This is an optimization exercise on Yosys and OpenROAD, whose aim is small area, a short achievable clock period and few clock cycles per item, not a production implementation. Only simulation tests tie the RTL to the original design; equivalence was not proved.

job 3156:
## dmc_line_decoder
module dmc_line_decoder (
    input  wire         clk,
    input  wire         rst,           
    input  wire         in_valid,
    output wire         in_ready,
    input  wire [639:0] in_line,       
    output reg          out_valid,
    output reg  [511:0] out_data,      
    output reg  [127:0] out_check,     
    output reg  [1:0]   out_class,     
    output reg  [4:0]   out_dev        
);
    assign in_ready = 1'b1;
    wire [127:0] in_enc;
    genvar w;
    generate
        for (w = 0; w < 4; w = w + 1) begin : g_enc
            rs_encoder u_enc (.data(in_line[160*w +: 128]), .check(in_enc[32*w +: 32]));
        end
    endgenerate
    reg         line_valid;
    reg [639:0] line;
    reg [127:0] enc;
    always @(posedge clk) begin
        if (rst) line_valid <= 1'b0;
        else     line_valid <= in_valid;
        line <= in_line;
        enc  <= in_enc;
    end
    reg [127:0] rem;
    integer n, b;
    always @* begin
  ...
Settings: LEC_CHECK=0, CAP_MARGIN=20, CORE_MARGIN=2, CORE_UTILIZATION=40, SLEW_MARGIN=20; clock period 32.0 ns.
standard.sh (not shown) runs the stock make flow with config.mk's settings and CLKGATE_MAP_FILE= SYNTH_SCRIPT=/design/flow/synth_recipe.tcl, a recipe that flattens the netlist after the stock synthesis.
==> flow/flow/run.sh <==
#!/bin/bash
# Layout flow: the standard synthesis (standard.sh synth, unchanged), then the
# standard layout with the port buffers made from PORT_BUF cells and timing
# repair asked to leave setup slack of SETUP_MARGIN ns at the design's clock
# period, so that it sizes and buffers the logic for a shorter achieved
# period. After each try, flow/check.tcl counts max-slew and max-capacitance
# violations on the final layout; if there are any, global and detailed
# routing run again with larger repair margins. flow/params.sh may change
# these settings. Each step writes its output to a log of its own.
set -uo pipefail
SETUP_MARGIN=24
SLEWCAP=40
PORT_BUF=sky130_fd_sc_hd__buf_1
EXTRA=()
if [[ -f flow/params.sh ]]; then source flow/params.sh; fi
export RESULTS=$PWD/orfs/results/sky130hd/dmc_line_decoder/base
bash standard.sh synth > synth.log 2>&1 || exit 1
try=0
for sc in $SLEWCAP 60 80; do
  try=$((try + 1))
  if (( try > 1 )); then
    bash standard.sh clean_route clean_finish > clean_$try.log 2>&1
  fi
  bash standard.sh "BUFFER_PORTS_ARGS=-buffer_cell $PORT_BUF" \
      SETUP_SLACK_MARGIN=$SETUP_MARGIN SLEW_MARGIN=$sc CAP_MARGIN=$sc \
      "${EXTRA[@]}" finish > layout_$try.log 2>&1 || continue
  openroad -no_init -exit flow/check.tcl > check_$try.log 2>&1
  if grep -q "^CHECK slew 0 cap 0 " check_$try.log; then break; fi
done
==> flow/flow/check.tcl <==
# Counts max-slew and max-capacitance violations and prints the worst setup
# slack of ORFS's final layout, with its own extracted parasitics.
read_db $::env(RESULTS)/6_final.odb
read_liberty $::env(FLOW_HOME)/platforms/sky130hd/lib/sky130_fd_sc_hd__tt_025C_1v80.lib
read_sdc $::env(RESULTS)/6_final.sdc
read_spef $::env(RESULTS)/6_final.spef
set_propagated_clock [all_clocks]
puts "CHECK slew [sta::max_slew_violation_count] cap [sta::max_capacitance_violation_count] setup_ws [worst_slack -max]"
==> flow/flow/params.sh <==
EXTRA=(CORE_UTILIZATION=50 "CTS_BUF_LIST=sky130_fd_sc_hd__clkbuf_8" REMOVE_ABC_BUFFERS=1 CTS_CLUSTER_SIZE=20)
Every stage of the flow completed for job 3156, and the final layout passed the timing, design-rule and antenna checks.
Testbench counts of job 3156, summed over its fixed seeds: cycles 16,016, items 16,000.
Input-level comparison between job 4260 and job 3156:
==> flow/flow/params.sh <==
EXTRA=(CORE_UTILIZATION=50 "CTS_BUF_LIST=sky130_fd_sc_hd__clkbuf_8" REMOVE_ABC_BUFFERS=1)
Findings:
- Job 3156 and job 4260 ended up with roughly the same final area.
- The final cell count was comparable across job 4260 and job 3156.
- [job 4260 vs job 3156] maximum frequency: higher in job 4260
- Job 4260: count of routing violations after the opening detailed-route iteration higher than job 3156
- Taking job 3156 as the reference, in job 4260 delay contributed by the slowest stage of the critical path increased 70 ps, critical path depth went down 1, via count of the routed design held steady.
- Job 3156 -> job 4260: area growth from synthesis to layout flat
- Between job 4260 and job 3156, the difference in average wire length per cell after detail routing is negligible.
What job 5401 does differently from job 4260 at the input level:
==> flow/flow/params.sh <==
SLEWCAP=20
SETUP_MARGIN=24.15
EXTRA=(CORE_UTILIZATION=50 "CTS_BUF_LIST=sky130_fd_sc_hd__clkbuf_8" REMOVE_ABC_BUFFERS=1)
Notes after the runs:
Result: PASS for each of job 4260 and job 5401. Reported for job 4260 and job 5401, final sum of negative setup slack turned out identical to the last digit. out_data[494] as the start point of the critical path was reported by job 5401, and in_line[554] by job 4260. In the tables for job 4260 and job 5401, area added between synthesis and finish reads lower with job 4260. In the reports for job 4260 and job 5401, the larger first-pass GRT wire length belongs to job 5401. Going from job 4260 to job 5401, cell count flat, number of antenna violations at the first check in global routing up 11, global-route usage up 0.55 points.

-- what the ideal ports hide --
The results above use ideal ports. As a check the final layouts listed here were re-extracted and re-timed, cells and wires unchanged. Step 1, drivers: a clkbuf_16 drives clk and a buf_2 each remaining input, both assumed. Step 2 times the ports against the registers' clock, not the clock port: input delays grow and output delays shrink by t, the midpoint of the rising clock arrivals with the driver on. Three values: ideal ports, drivers, drivers and shift; two values: the first two.
run | t (ns) | setup slack, ns | hold WS [ns] | clock arrival spread, ns | slew at the worst register clock pin (ns)
job 3156 | 1.095 | 23.793 / 23.825 / 22.731 | 0.390 / 0.390 / 0.390 | 0.091 / 0.091 | 0.09 / 0.09
job 4260 | 1.103 | 23.828 / 23.888 / 22.785 | 0.384 / 0.384 / 0.384 | 0.092 / 0.091 | 0.09 / 0.09
job 5401 | 1.100 | 23.976 / 23.879 / 22.970 | 0.360 / 0.360 / 0.360 | 0.106 / 0.106 | 0.09 / 0.09
After both steps every run listed still meets setup and hold. For job 3156, which loses most, drivers alone change the setup slack by +0.032 ns; drivers and shift together by -1.062 ns.
